What follows belongs to an exercise in optimizing a design on an open flow for small area, a short achievable clock period and few clock cycles per item; a production flow would make more cautious choices. Only simulation tests tie the RTL to the original design; equivalence was not proved. No activity file was given, so power comes from the tool's default toggle rates.

==> flow/design.v (outline; a module is shown in full before it is edited, if it fits) <==
// module anvil_bus_mac: 1070 lines
// module anvil_fa: 10 lines
// module anvil_ha: 9 lines
module anvil_bus_mac (
    input  wire        clk,
    input  wire        rst,
    input  wire        in_valid,
    output wire        in_ready,
    input  wire [39:0] in_sample,    
    input  wire [23:0] in_gain,      
    input  wire        in_last,
    output reg         out_valid,
    input  wire        out_ready,
    output reg  [39:0] out_value,    
    output reg         out_clip
);
  // ...
==> flow/run.sh <==
#!/bin/bash
# synth_recipe.tcl (not shown) runs the flow's synth.tcl, then flattens the netlist and writes it again
# the make line also repeats each setting of config.mk as NAME=value (left out here)
make -C /OpenROAD-flow-scripts/flow DESIGN_CONFIG=/design/flow/config.mk WORK_HOME=/design/flow/orfs CLKGATE_MAP_FILE= SYNTH_SCRIPT=/design/flow/synth_recipe.tcl finish
==> flow/config.mk <==
export PLATFORM = sky130hd
export DESIGN_NAME = anvil_bus_mac
export DESIGN_NICKNAME = anvil_bus_mac
export VERILOG_FILES = /design/flow/design.v
export SDC_FILE = /design/flow/constraint.sdc
export NUM_CORES = 4
export LEC_CHECK = 0
export ABC_AREA = 1
export CAP_MARGIN = 20
export CORE_MARGIN = 2
export CORE_UTILIZATION = 40
export PLACE_DENSITY = 0.6
export SLEW_MARGIN = 60
export SYNTH_HIERARCHICAL = 1
==> flow/constraint.sdc <==
create_clock -name core_clock -period 18.0 [get_ports {clk}]
set_input_delay 3.6000 -clock core_clock [delete_from_list [all_inputs] [get_ports {clk}]]
set_output_delay 3.6000 -clock core_clock [all_outputs]
set_load 0.01 [all_outputs]
==> impl_metrics.csv, run 1 <==
group,metric,value,unit
outcome,status,"complete, no violations",
global_route,grt.met2_usage,37.9,%
yosys,synth_xor_area_share,13.8,%
yosys,yosys_register_bits,316,
cells_and_area,multi_input_area_share,61.9,%
sta,worst_pin_slew,0.632,ns
sta,period_share,28.3,%
detailed_routing,post-route-drc-count,0,
clock_network,htreeDepth,2,
floorplan,die_area,91500,um2
placed_design,place_inst,5051,
floorplan,nWellTaps,1165,
critical_path,worstReg2RegStart,"bone[1]",
global_route,grt_util_all_layers,24.0,%
sta,finalHoldViolCount,0,
global_route,grt-ovfl-total,0,
critical_path,cp.depth,1,
clock_network,clkTransAtPathRegs,0.06,ns
cells_and_area,fin_util,44.3,%
yosys,synth_area_leaders,"fa_1, edfxtp_1, xor2_1",
global_route,antenna_found_initial,2,
cells_and_area,final-seq-area,8950,um2
power_and_ir_drop,p_switching,3.37,mW
sta,worst_slack,12.91,ns
cells_and_area,n_all_inverters,396,
Testbench counts, summed over its fixed seeds: cycles 79,310, items 4,800.
==> run 2: changes to the inputs <==
==> flow/flow/run.sh (new file) <==
#!/bin/bash
# The standard layout, except that buffer_ports gives the ports
# sky130_fd_sc_hd__buf_2 buffers instead of the delay buffers it picks by
# default. Every port still gets its own buffer.
set -euo pipefail
bash standard.sh "BUFFER_PORTS_ARGS=-buffer_cell sky130_fd_sc_hd__buf_2" finish > standard.log 2>&1
==> flow/standard.sh (new file) <==
#!/bin/bash
# synth_recipe.tcl (not shown) runs the flow's synth.tcl, then flattens the netlist and writes it again
# the make line also repeats each setting of config.mk as NAME=value (left out here)
make -C /OpenROAD-flow-scripts/flow DESIGN_CONFIG=/design/flow/config.mk WORK_HOME=/design/flow/orfs CLKGATE_MAP_FILE= SYNTH_SCRIPT=/design/flow/synth_recipe.tcl "${@:-finish}"
removed: flow/run.sh
==> run 2 against run 1 <==
Net effect: still clean; register-to-register slack improved by 0.07 ns; clock power decreased by 4.6%; clock skew increased by 0.0072 ns; synthesized cell count unchanged; highest routed layer is now met4.
==> impl_metrics.csv, run 2 <==
group,metric,value,unit
global_route,antenna_found_initial,0,
yosys,synth_top_flop_cell,"edfxtp_1",
clock_network,cts_hold_buf,0,
sta,rsz0062_at_grt,"no",
critical_path,cp-end-kind,"primary output",
clock_network,htreeDepth,2,
detailed_routing,first_pass_iters,6,
detailed_routing,wirelength,109,mm
clock_network,insertion_delay,0.60,ns
floorplan,rows,109,
power_and_ir_drop,p_leak,16.7,nW
yosys,syn_area_per_cell,8.90,um2
power_and_ir_drop,power_density,185,nW/um2
sta,setup_viol,0,
clock_network,post_cts_buffers,0,
cells_and_area,area_growth_syn_to_layout,7.87,%
yosys,ys_warn_count,7,
clock_network,ctsLongestPathBuffers,3,
floorplan,start_util,40.3,%
yosys,syn_nets,4646,
yosys,synth.top_cell.area_share,22.0,%
critical_path,cp.arrival,1.15,ns
floorplan,die_h,302,um
sta,fin_worst_skew,0.0390,ns
power_and_ir_drop,ir_drop,0.000135,V
floorplan,die_x,302,um
worst_hold_path,hold_class,"flip-flop to flip-flop",
critical_path,crit_fanout,1,
sta,worst_slack,13.25,ns
sta,worst_pin_slew,0.630,ns
yosys,synth_enable_flop_cells,261,
clock_network,ctsResizeCount,0,
placed_design,globalplace.congestion,0.966,
yosys,yosysTopAreaCell,"fa_1",
placed_design,io_buffers,111,
yosys,yosysMostFrequentCell,"nand2_1",
cells_and_area,largest_reg_flops,50,
sta,relSlewSlack,58.0,%
floorplan,core,88400,um2
clock_network,clkTransAtPathRegs,0.06,ns
yosys,synthCells,4001,
run,cap_violations,0,
global_route,grt_pass1_wl,169,mm
clock_network,cts.sinks,316,
detailed_routing,avgRoutedWirePerCell,21.2,um
critical_path,crit_type,"flip-flop to primary output",
placed_design,dp_hpwl,76.9,mm
yosys,synth.cell_area,35600,um2
critical_path,worstPathRequired,14.40,ns
clock_network,cts_made_buffers,40,
yosys,yosys_register_bits,316,
yosys,synthTopCellsByCount,"nand2_1, xor2_1, o22ai_1, fa_1, inv_1",
global_route,grt_max_degree,84,
cells_and_area,drive_above_1_share,8.14,%
sta,fmax,211,MHz
cells_and_area,largestRegisters,"m_c x50, m_s x49, acc x46",
yosys,ys_types,47,
critical_path,slowest_delay,0.39,ns
floorplan,io_pins,112,
clock_network,root_buffer,"clkbuf_16",
yosys,synth_area_leaders,"fa_1, edfxtp_1, xor2_1",
clock_network,cts_tree,"yes",
cells_and_area,final_common_cell,"nand2_1",
placed_design,pre_cts_slack,13.19,ns
cells_and_area,layout_common_cells,"nand2_1, xor2_1, o22ai_1",
detailed_routing,drt_iter0_markers,2556,
detailed_routing,viasPerCell,5.61,
critical_path,start_kind,"flip-flop",
critical_path,cpLargestDelayFamily,"flip-flops",
cells_and_area,antenna_cells,0,
critical_path,worst-path-buf-inv,1,
global_route,grt-ovfl-total,0,
yosys,synth-async-reset-ratio,0,%
critical_path,crit_chain,"buf_2",
global_route,grt_util_all_layers,23.8,%
floorplan,die_area,91500,um2
detailed_routing,detail-route-antenna-nets,0,
sta,period_share,26.4,%
detailed_routing,routed-via-count,28700,
critical_path,critPathSlowestCell,"edfxtp_1",
detailed_routing,post-route-drc-count,0,
yosys,ys_seq_area_share,25.1,%
sta,report.final.slew_viol_count,0,
outcome,status,"complete, no violations",
cells_and_area,largest_register,"m_c",
cells_and_area,nets,4572,
sta,period_needed,4.75,ns
sta,setup-tns-final,0,ns
sta,finalHoldViolCount,0,
global_route,grt_pass1_vias,29500,
run 2: modules after synthesis (local to each module, per instance):
module | cell area [um2] | flops+latches
anvil_ha | 12.5 | 0
anvil_bus_mac | 27200 | 316
anvil_fa | 20.0 | 0
run 2: cells by family after synthesis:
group	Yosys count	synth area share, %
xor gates and xnor gates	561	13.8
DFF	316	25.1
AOI/OAI and AO/OA	711	11.9
adders and majority gates	576	28.5
muxes	7	0.218
buffers and inverters	662	7.10
and+or+nand+nor	1168	13.4
run 2: routing by layer:
| metal | up-vias | wire length (um) | GRT usage, % |
|---|---|---|---|
| met3 | 325 | 10600 | 5.96 |
| met5 | - | 0 | 0 |
| li1 | 13100 | - | - |
| met4 | 0 | 5270 | 11.2 |
| met2 | 1507 | 47900 | 37.0 |
| met1 | 13800 | 44900 | 31.2 |
run 2: final timing paths:
kind / startpoint / to / slack, ns / cells past startpoint
setup / recovery: out_value[32] / out_value[32] / 13.25 / 1
hold / removal: i_l / m_l / 0.43 / 0
setup reg to reg: bneg[0] / m_c[28] / 13.30 / 10
hold reg to reg: i_l / m_l / 0.43 / 0
run 2: cell type report:
class / count / area [um2]
Clock inverter: 22 / 215
Inverter: 396 / 1560
Timing Repair Buffer: 150 / 996
Multi-Input combinational cell: 3023 / 24200
Tap cell: 1165 / 1460
Sequential cell: 316 / 8950
Clock buffer: 51 / 1060
Fill cell: 8730 / 50000
run 2: through the flow:
stage	instances	power [mW]	util, %	hold WS, ns	area, um2
final	5123	7.11	43.5	0.426	38400
after detailed placement	5046	6.26	41.9	0.406	37000
after CTS	5119	7.09	43.3	0.427	38300
after floorplan	4001	4.76	-	0.400	35600
after global placement	5045	6.14	41.7	0.404	36900
after global routing	5123	7.87	43.5	0.431	38400
run 2: report_power, final:
part	internal, mW	total [mW]	switching (mW)
logic	1.97	4.86	2.89
registers	1.38	1.46	0.0826
clock network	0.452	0.787	0.336

[static timing again, ports no longer ideal]
Ports are ideal in the flow. The routed layouts listed here were re-timed in OpenROAD.
Step 1: set_driving_cell puts a clkbuf_16 on clk and a buf_2 on each other input, an assumption about the parent block.
Step 2 times the ports against the registers' clock, not the clock port: input delays grow and output delays shrink by t, the midpoint of the rising clock arrivals with the driver on.
Three values: ideal, step 1, step 2; two values: the first two.
run | t (ns) | slack for setup (ns) | worst hold slack (ns) | worst setup path at the end | worst data-port slew with drivers (ns)
run 1 | 0.639 | 12.912 / 12.851 / 12.920 | 0.429 / 0.429 / 0.429 | input to register | 0.05
run 2 | 0.645 | 13.254 / 13.193 / 13.207 | 0.426 / 0.426 / 0.426 | input to register | 0.05
After both steps every run listed still meets setup and hold. For run 2, which loses most, drivers alone change the setup slack by -0.061 ns; drivers and shift together by -0.047 ns.
